Background: an optimization exercise with open tools, aiming at small area, a short achievable clock period and few clock cycles. Do not read the settings as production practice.
Power is estimated from default activity; no workload was simulated.

run 1:
Design pq_engine, start of the top module:
module pq_engine (
    input  wire         clk,
    input  wire         rst,
    input  wire         cmd_valid,
    output wire         cmd_ready,
    input  wire [4:0]   cmd_k,
    input  wire [4:0]   cmd_x,
    input  wire [4:0]   cmd_y,
    input  wire         cmd_two,
    input  wire         in_valid,
    output wire         in_ready,
    input  wire [127:0] in_data,
    output wire         out_valid,
    input  wire         out_ready,
    output wire [127:0] out_data,
    output wire [4:0]   out_pos
);
==> flow/config.mk <==
export PLATFORM = sky130hd
export DESIGN_NAME = pq_engine
export DESIGN_NICKNAME = pq_engine
export VERILOG_FILES = /design/flow/design.v
export SDC_FILE = /design/flow/constraint.sdc
export NUM_CORES = 8
export LEC_CHECK = 0
export CAP_MARGIN = 20
export CORE_MARGIN = 2
export CORE_UTILIZATION = 70
export CTS_CLUSTER_DIAMETER = 100
export CTS_CLUSTER_SIZE = 20
export SLEW_MARGIN = 20
export SYNTH_HIERARCHICAL = 1
==> flow/constraint.sdc <==
create_clock -name core_clock -period 19.0 [get_ports {clk}]
set_input_delay 3.8000 -clock core_clock [delete_from_list [all_inputs] [get_ports {clk}]]
set_output_delay 3.8000 -clock core_clock [all_outputs]
set_load 0.01 [all_outputs]
standard.sh (not shown) runs the stock make flow with config.mk's settings and CLKGATE_MAP_FILE= SYNTH_SCRIPT=/design/flow/synth_recipe.tcl, a recipe that flattens the netlist after the stock synthesis.
==> flow/flow/run.sh <==
#!/bin/bash
# Standard ORFS layout in two calls: synthesis and floorplan with no timing
# repair margin, then placement to the end with timing repair aimed below the
# clock period. Each call's output goes to its own log.
set -euo pipefail
bash standard.sh synth floorplan SETUP_SLACK_MARGIN=0 > orfs_synth_floorplan.log 2>&1
bash standard.sh finish SETUP_SLACK_MARGIN=14.2 "BUFFER_PORTS_ARGS=-buffer_cell sky130_fd_sc_hd__buf_2" "SETUP_MOVE_SEQUENCE=unbuffer,sizeup,swap" > orfs_place_route.log 2>&1
Input-level comparison between run 2 and run 1:
--- a/flow/flow/run.sh
+++ b/flow/flow/run.sh
@@ -7 +7 @@
-bash standard.sh finish SETUP_SLACK_MARGIN=14.2 "BUFFER_PORTS_ARGS=-buffer_cell sky130_fd_sc_hd__buf_2" "SETUP_MOVE_SEQUENCE=unbuffer,sizeup,swap" > orfs_place_route.log 2>&1
+bash standard.sh finish SETUP_SLACK_MARGIN=13.95 "BUFFER_PORTS_ARGS=-buffer_cell sky130_fd_sc_hd__buf_2"  > orfs_place_route.log 2>&1
- Run 2 completed every stage of the flow, and the final layout passed the timing, DRC and antenna checks.
- Run 1 completed end to end with timing, DRC and antenna clean.
- In the metrics for run 1 and run 2, the one carrying the lower register fraction of the total cell area is run 1.
- Run 2 and run 1 ended up with roughly the same hold slack.
- From run 1 to run 2 the numbers moved as follows: core utilization decreased 5.0 points; number of cells on the worst reg-to-reg path has increased; share of power burned in the clock network rose 0.6 points; largest stage delay on the critical path -0.30 ns; switching part of the total power saw an increase.
- Diff run 1 -> run 2 | worst-path maximum fanout | decrease of 189
- For the setup slack after layout, run 2 came in 0.65 ns higher than run 1 did.
- In the flow results for run 1 and run 2, the max-slew headroom at the worst pin is larger on run 2.
> inputs changed (run 2 -> run 3)
--- a/flow/flow/run.sh
+++ b/flow/flow/run.sh
@@ -7 +7 @@
-bash standard.sh finish SETUP_SLACK_MARGIN=13.95 "BUFFER_PORTS_ARGS=-buffer_cell sky130_fd_sc_hd__buf_2"  > orfs_place_route.log 2>&1
+bash standard.sh finish SETUP_SLACK_MARGIN=14.0 "BUFFER_PORTS_ARGS=-buffer_cell sky130_fd_sc_hd__buf_2"  > orfs_place_route.log 2>&1
--- a/flow/config.mk
+++ b/flow/config.mk
@@ -10 +10 @@
-export CORE_UTILIZATION = 70
+export CORE_UTILIZATION = 75
==> notes.md <==
- Every stage of the flow completed for run 3, and the final layout passed the timing, DRC and antenna checks.
- The faster design of the two is run 2; run 3 tops out lower.
- Looking at clock latency reported for the late side of the worst-skew pair, run 3 sits below run 2.
- | combinational group share of total power | run 3 vs run 2 | 0.3 points higher |
- Overall die area was lower in the run labelled run 3.
Relative to run 3, the following input files were edited for run 4:
--- a/flow/config.mk
+++ b/flow/config.mk
@@ -10 +10 @@
-export CORE_UTILIZATION = 75
+export CORE_UTILIZATION = 70
Setup slack in run 4 is 0.052 ns above run 3.
Delta (run 4 minus run 3): count of instances resized after the clock tree is built picked up an extra 13; TritonCTS sink count neither gained nor lost much; met2 layer usage reported by global route lost 3.0 points; fmax picked up an extra 2.0 MHz.
No run of this note included a check of the RTL's function; only the layout flow was run.

==> static timing again, ports no longer ideal <==
Ports are ideal in the flow. The routed layouts listed here were re-timed in OpenROAD.
Step 1: set_driving_cell puts a clkbuf_16 on clk and a buf_2 on each other input, an assumption about the parent block.
Step 2 also shifts input and output timing later by t, the mid clock arrival at the registers, as if the neighbouring blocks saw the same clock.
Three values: no drivers, after step 1, after step 2; two values: the first two.
run	t, ns	setup WS [ns]	latest minus earliest clock arrival (ns)	worst slew at a driven data input, ns	cell pins on the clock port's net
run 1	0.623	13.312 / 13.320 / 12.697	0.042 / 0.042	0.11	1
run 2	0.628	13.963 / 13.927 / 13.360	0.044 / 0.044	0.11	1
run 3	0.615	13.934 / 13.950 / 13.347	0.037 / 0.037	0.11	1
run 4	0.627	13.986 / 13.922 / 13.402	0.040 / 0.040	0.10	1
After both steps every run listed still meets setup and hold. For run 1, which loses most, drivers alone change the setup slack by +0.008 ns; drivers and shift together by -0.615 ns.
